Background: an optimization exercise with open tools, aiming at small area and a short achievable clock period. Do not read the settings as production practice.
In this exercise RTL edits were held to simulation tests only and were not proved equivalent to the original.
Power is estimated from default activity; no workload was simulated.

==> design.v <==
module fil_stage (
    input  wire               clk,
    input  wire               rst,
    input  wire               take,     
    input  wire               clear,    
    input  wire [3:0]         lm1,
    input  wire [4:0]         k_new,
    input  wire signed [23:0] x,
    output wire signed [23:0] y
);
    reg  [16*24-1:0]   hist;           
    reg  signed [27:0] sum;
    wire [4:0]         len     = {1'b0, lm1} + 5'd1;
    wire [4:0]         cnt     = (k_new < len) ? k_new : len;
    wire signed [23:0] x_old   = hist[24*lm1 +: 24];
    wire signed [27:0] sum_new = sum + {{4{x[23]}}, x} - {{4{x_old[23]}}, x_old};
    function signed [23:0] div_rhe;
        input signed [27:0] a;
        input [4:0]         n;
        reg [27:0] ua;
        reg [27:0] q;
        reg [5:0]  r;
        reg        up;
        integer    i;
        begin
            ua = a[27] ? -a : a;
            q  = 28'd0;
            r  = 6'd0;
            for (i = 27; i >= 0; i = i - 1) begin
                r = {r[4:0], ua[i]};
                if (r >= {1'b0, n}) begin
                    r    = r - {1'b0, n};
                    q[i] = 1'b1;
                end
            end
            up = ({r, 1'b0} > {2'b0, n}) || (({r, 1'b0} == {2'b0, n}) && q[0]);
            if (up)
                q = q + 28'd1;
            div_rhe = a[27] ? -q[23:0] : q[23:0];
        end
    endfunction
    assign y = div_rhe(sum_new, cnt);
    always @(posedge clk) begin
        if (rst || clear) begin
            sum  <= 28'sd0;
            hist <= {16*24{1'b0}};
        end else if (take) begin
            sum  <= sum_new;
            hist <= {hist[15*24-1:0], x};
        end
    end
endmodule
module fil_slot (
    input  wire        clk,
    input  wire        rst,           
    input  wire        in_valid,      
    input  wire [23:0] in_data,       
    input  wire        in_clip,
    input  wire        in_supply,
    input  wire        in_nv,
    input  wire        in_restart,    
    input  wire [1:0]  cfg_stages,    
    input  wire [3:0]  cfg_l1m1,
    input  wire [3:0]  cfg_l2m1,
    input  wire [3:0]  cfg_l3m1,
    input  wire [15:0] cfg_dm1,
    output reg         out_valid,
    output reg  [23:0] out_value,
    output reg         out_uns,
    output reg         out_clip,
    output reg         out_supply,
    output reg         out_nv
);
    reg [1:0]  set_stages;
    reg [3:0]  set_l1m1, set_l2m1, set_l3m1;
    reg [15:0] set_dm1;
    reg        first;        
    reg [4:0]  k;            
    reg [5:0]  m;            
    reg [15:0] dcnt;         
    reg [5:0]  age_c, age_s, age_n;   
    wire       restart = first || in_restart;
    wire       take    = in_valid && !restart;    
    wire       clear   = in_valid && restart;     
    wire [4:0] k_new   = (k == 5'd16) ? 5'd16 : k + 5'd1;
    wire signed [23:0] s1_out, s2_out, s3_out;
    fil_stage u_s1 (.clk(clk), .rst(rst), .take(take), .clear(clear),
                    .lm1(set_l1m1), .k_new(k_new), .x(in_data), .y(s1_out));
    fil_stage u_s2 (.clk(clk), .rst(rst), .take(take), .clear(clear),
                    .lm1(set_l2m1), .k_new(k_new), .x(s1_out), .y(s2_out));
    fil_stage u_s3 (.clk(clk), .rst(rst), .take(take), .clear(clear),
                    .lm1(set_l3m1), .k_new(k_new), .x(s2_out), .y(s3_out));
    reg signed [23:0] y;
    always @(*) begin
        case (set_stages)
            2'd0:    y = in_data;
            2'd1:    y = s1_out;
            2'd2:    y = s2_out;
            default: y = s3_out;
        endcase
    end
    wire [5:0] sup = 6'd1
                   + ((set_stages >= 2'd1) ? {2'b0, set_l1m1} : 6'd0)
                   + ((set_stages >= 2'd2) ? {2'b0, set_l2m1} : 6'd0)
                   + ((set_stages == 2'd3) ? {2'b0, set_l3m1} : 6'd0);
    function [5:0] age_next;
        input       mk;
        input [5:0] age;
        begin
            age_next = mk ? 6'd0 : ((age == 6'd63) ? 6'd63 : age + 6'd1);
        end
    endfunction
    wire [5:0] age_c_new = age_next(in_clip,   age_c);
    wire [5:0] age_s_new = age_next(in_supply, age_s);
    wire [5:0] age_n_new = age_next(in_nv,     age_n);
    wire [5:0] m_new = (m == 6'd63) ? 6'd63 : m + 6'd1;
    wire       dwrap = (dcnt == set_dm1);
    wire       keep  = restart || dwrap;
    wire       uns   = restart || (m_new < sup);
    always @(posedge clk) begin
        if (rst) begin
            first      <= 1'b1;
            set_stages <= 2'd1;
            set_l1m1   <= 4'd0;
            set_l2m1   <= 4'd0;
            set_l3m1   <= 4'd0;
            set_dm1    <= 16'd0;
            k          <= 5'd0;
            m          <= 6'd0;
            dcnt       <= 16'd0;
            age_c      <= 6'd63;
            age_s      <= 6'd63;
            age_n      <= 6'd63;
            out_valid  <= 1'b0;
            out_value  <= 24'd0;
            out_uns    <= 1'b0;
            out_clip   <= 1'b0;
            out_supply <= 1'b0;
            out_nv     <= 1'b0;
        end else begin
            out_valid <= in_valid && keep;
            if (in_valid && keep) begin
                out_value  <= y;
                out_uns    <= uns;
                out_clip   <= age_c_new < sup;
                out_supply <= age_s_new < sup;
                out_nv     <= age_n_new < sup;
            end
            if (clear) begin
                first <= 1'b0;
                k     <= 5'd0;
                m     <= 6'd0;
                dcnt  <= 16'd0;
                age_c <= 6'd63;
                age_s <= 6'd63;
                age_n <= 6'd63;
                if (in_restart) begin
                    set_stages <= cfg_stages;
                    set_l1m1   <= cfg_l1m1;
                    set_l2m1   <= cfg_l2m1;
                    set_l3m1   <= cfg_l3m1;
                    set_dm1    <= cfg_dm1;
                end
            end else if (take) begin
                k     <= k_new;
                m     <= m_new;
                dcnt  <= dwrap ? 16'd0 : dcnt + 16'd1;
                age_c <= age_c_new;
                age_s <= age_s_new;
                age_n <= age_n_new;
            end
        end
    end
endmodule
==> run.sh <==
#!/bin/bash
# synth_recipe.tcl (not shown) runs the flow's synth.tcl, then flattens the netlist and writes it again
# the make line also repeats each setting of config.mk as NAME=value (left out here)
make -C /OpenROAD-flow-scripts/flow DESIGN_CONFIG=/design/flow/config.mk WORK_HOME=/design/flow/orfs CLKGATE_MAP_FILE= SYNTH_SCRIPT=/design/flow/synth_recipe.tcl finish
==> config.mk <==
export PLATFORM = sky130hd
export DESIGN_NAME = fil_slot
export DESIGN_NICKNAME = fil_slot
export VERILOG_FILES = /design/flow/design.v
export SDC_FILE = /design/flow/constraint.sdc
export NUM_CORES = 4
export LEC_CHECK = 0
export CAP_MARGIN = 20
export CORE_MARGIN = 2
export CORE_UTILIZATION = 40
export SLEW_MARGIN = 20
==> constraint.sdc <==
create_clock -name core_clock -period 230.0 [get_ports {clk}]
set_input_delay 46.0000 -clock core_clock [delete_from_list [all_inputs] [get_ports {clk}]]
set_output_delay 46.0000 -clock core_clock [all_outputs]
set_load 0.01 [all_outputs]
==> results.sh <==
export IMPL_status="finished clean"
export IMPL_row_count=178
export IMPL_path_buf_inv=55
export IMPL_seq_power_share_pct=0
export IMPL_ir_drop_v=0.00937
export IMPL_hold_path_depth=2
export IMPL_cp_top_family="compound AO/OA/AOI/OAI gates"
export IMPL_synth_top_area_cell="dfxtp_1"
export IMPL_ys_async_sr_fraction_pct=0
export IMPL_p_sw_share_pct=53.4
export IMPL_slew_violations=0
export IMPL_fin_util_pct=48.0
export IMPL_dr_pass1_iters=8
export IMPL_rr_startpoint="set_l1m1[1]"
export IMPL_reg2reg_slack_ns=54.45
export IMPL_power_leader="combinational cells"
export IMPL_grt_pass1_vias=83800
export IMPL_worstMarginPinSlew_ns=1.18
export IMPL_routed_wl_um=316000
export IMPL_die_h_um=489
export IMPL_r2r_end="out_value[19]"
export IMPL_cts_buffers=150
export IMPL_fill_cells=22300
export IMPL_endpoint="out_value[19]"
export IMPL_hold_viol=0
export IMPL_coreArea_um2=235000
export IMPL_clk_power_mw=0.254
export IMPL_syn_inst=10700
export IMPL_regArea_um2=26900
export IMPL_fp_dieW_um=489
export IMPL_synthesis_nets=11400
export IMPL_synth_edf_count=0
export IMPL_period_minus_slack_ns=218.32
export IMPL_seq_area_frac_synth_pct=28.5
export IMPL_worstRegToRegCells=837
export IMPL_hpwl_um=232000
export IMPL_cts_tree="built"
export IMPL_synth_seq_cells=1341
export IMPL_multi_input_area_um2=64800
export IMPL_drive_gt1_share_pct=20.3
export IMPL_syn_area_per_cell_um2=8.85
export IMPL_crit_cells=919
export IMPL_start_util_pct=40.1
export IMPL_synth_area_um2=94200
export IMPL_arrival_ns=219.03
export IMPL_crit_path_max_incr_delay_ns=0.56
export IMPL_viasPerCell=5.93
export IMPL_drtIter0Drc=7538
export IMPL_min_from="out_value[13]"
export IMPL_fmax_mhz=4.58
export IMPL_pg_seq_mw=0.345
export IMPL_globalplace_congestion=0.968
export IMPL_synth_warnings=2
export IMPL_synth_top_cell_area_share_pct=28.5
export IMPL_syn2layout_area_growth_pct=19.5
export IMPL_endpoint_kind="flop"
export IMPL_p_int_mw=503
export IMPL_antenna_found_initial=11
export IMPL_whs_endpoint="out_value[13]"
export IMPL_synthDistinctLibCells=150
export IMPL_crit_top_cell="a21o_1"
export IMPL_numPortBuffers=89
export IMPL_setup_viol_count_final=0
export IMPL_dpl_worst_slack_ns=-2.34
export IMPL_fin_crit_sh_pct=94.9
export IMPL_slew_headroom_pct=20.7
export IMPL_power_density_nw_per_um2=9600
export IMPL_critPathLaunch="in_data[12]"
export IMPL_drc=0
export IMPL_clkSinkCount=1341
export IMPL_vias=87300
export IMPL_maxCapViolCount=0
export IMPL_hold_path_class="reg2reg"
export IMPL_synth_flop_cell="dfxtp_1"
export IMPL_postCtsHoldBufs=0
export IMPL_grtUsageTotal_pct=25.5
export IMPL_layout_nets=12300
export IMPL_netlist_top_cells_area="dfxtp_1 (28%), a22oi_1 (9.9%), mux4_2 (8.8%)"
export IMPL_clk_insertion_delay_late_ns=0.83
export IMPL_cts_clk_slew_worst_paths_ns=0.07
export IMPL_p_switching_mw=578
export IMPL_cts_root_buf="clkbuf_16"
export IMPL_fin_ws_ns=11.68
export IMPL_ant_nets=0
export IMPL_pwr_share_comb_pct=99.9
export IMPL_grt_pass1_wl_um=487000
export IMPL_clockPowerShare_pct=0
export IMPL_clock_path_buffers=3
export IMPL_start_kind="primary input"
export IMPL_p_comb_mw=1080
export IMPL_slowest_stage="or4_4"
export IMPL_boundaryPins=90
export IMPL_fin_skew_ns=0.0536
export IMPL_die_area_um2=239000
export IMPL_grt_max_degree=133
export IMPL_overflow=0
export IMPL_critical_path_class="in2reg"
export IMPL_p_leak_nw=43.4
export IMPL_crit_required_ns=230.71
export IMPL_h_tree_depth=4
export IMPL_wl_per_cell_um=21.4
export IMPL_path_max_fanout=23
-- state kept, by name, summed over array words and instances, names as in the netlist, 2 cells and up --
register	flops
age_s	6
set_l1m1	4
u_s3.sum	28
u_s1.hist	384
set_l3m1	4
u_s2.hist	384
dcnt	16
out_value	24
set_dm1	16
m	6
u_s2.sum	28
u_s3.hist	384
age_n	6
k	5
set_stages	2
u_s1.sum	28
set_l2m1	4
age_c	6
-- placed cells by master, fill, tap and decap left out, types with 65 or more instances in the layout --
master / synthesis / final
clkdlybuf4s50_1: 0 / 71
and2_1: 85 / 83
ha_1: 566 / 561
inv_1: 417 / 415
nor2_1: 1683 / 1667
a22oi_1: 1238 / 1238
o21ai_0: 234 / 221
a21oi_1: 596 / 555
a31oi_1: 75 / 71
dfxtp_1: 1341 / 1328
nand2b_1: 92 / 90
nand3_1: 139 / 136
xnor2_1: 321 / 304
buf_4: 14 / 1199
a21o_1: 280 / 276
mux2_2: 65 / 65
mux4_2: 367 / 367
xor2_1: 206 / 201
fa_1: 166 / 161
clkbuf_16: 0 / 152
o21bai_1: 70 / 67
nor3_1: 137 / 128
nand4_1: 69 / 69
mux2i_1: 125 / 85
nand2_1: 494 / 485
-- stage by stage --
| step | hold slack [ns] | power (mW) | std cells | setup TNS, ns | area [um^2] |
|---|---|---|---|---|---|
| after floorplan | 0.448 | 711 | 10700 | 0 | 94200 |
| after global placement | 0.437 | 998 | 14400 | 0 | 105000 |
| after detailed placement | 0.440 | 995 | 14400 | -48.76 | 105000 |
| after CTS | 0.450 | 1010 | 14700 | 0 | 111000 |
| after global routing | 0.469 | 1070 | 14700 | -7.29 | 113000 |
| final | 0.461 | 1080 | 14700 | 0 | 113000 |
-- synth_stat cells (139+ instances only) --
cell,n
nand2_1,494
dfxtp_1,1341
nor2_1,1683
xor2_1,206
mux4_2,367
xnor2_1,321
a22oi_1,1238
fa_1,166
o21ai_0,234
nand3_1,139
clkbuf_1,544
a21o_1,280
inv_1,417
a21oi_1,596
ha_1,566
-- timing repair --
item / CTS / global route
gates resized for setup: 23 / 295
setup buffers: 1 / 73
endpoints found under the setup margin: 24 / 24
pin swaps: 1 / 27
hold endpoints to repair: 0 / 0
gates cloned: 0 / 2
-- per-layer routing --
layer	track usage, %	vias to the layer above	wire, um
li1	-	41300	-
met1	34.2	43200	141000
met2	41.2	2323	144000
met3	3.79	525	17800
met4	9.60	0	13400
met5	0	-	0
-- layout make-up --
type / count / share of cell area [%]
inverter: 424 / 1.42
timing repair buffer: 1301 / 8.97
clock buffer: 205 / 3.81
antenna: 4 / 0.00889
clock inverter: 65 / 0.874
tap: 3150 / 3.50
multi-input combinational: 8243 / 57.6
sequential: 1341 / 23.9
-- cells by family (layout without fill, tap and decap cells) --
logic type                 count (synthesis)  in the layout  synth area share [%]
AOI/OAI and AO/OA                       3271           3272                  24.8
and+or+nand+nor                         3142           3143                  15.3
DFF                                     1341           1341                  28.5
buffers and inverters                   1068           1995                  4.38
adders and majority gates                732            732                  11.0
muxes                                    568            568                  11.1
xor gates and xnor gates                 528            528                  4.92
other                                      0              4                     0

static timing again, ports no longer ideal:
In the flow no input, the clock included, has a driving cell. The finished layout below was timed again as built, in two steps.
Step 1 (the two cells are an assumption about what drives the block):
set clk [get_ports {clk}]
set_driving_cell -lib_cell sky130_fd_sc_hd__clkbuf_16 $clk
set_driving_cell -lib_cell sky130_fd_sc_hd__buf_2 [delete_from_list [all_inputs] $clk]
Step 2 adds t to the input delays and takes it off the output delays; t is the mean of the earliest and latest rising clock arrival at the registers after step 1. Input paths then give back, and output paths get back, about the clock's delay inside the block.
Slacks: no drivers / after step 1 / after step 2; pairs: no drivers / after step 1.
t (ns): 0.889
setup slack, ns: 11.682 / 11.721 / 10.832
worst setup path at the end: input to register
latest minus earliest clock arrival (ns): 0.056 / 0.056
slew at the worst register clock pin (ns): 0.07 / 0.07
After both steps setup and hold are still met in this run. For this run, drivers alone change the setup slack by +0.039 ns; drivers and shift together by -0.850 ns.
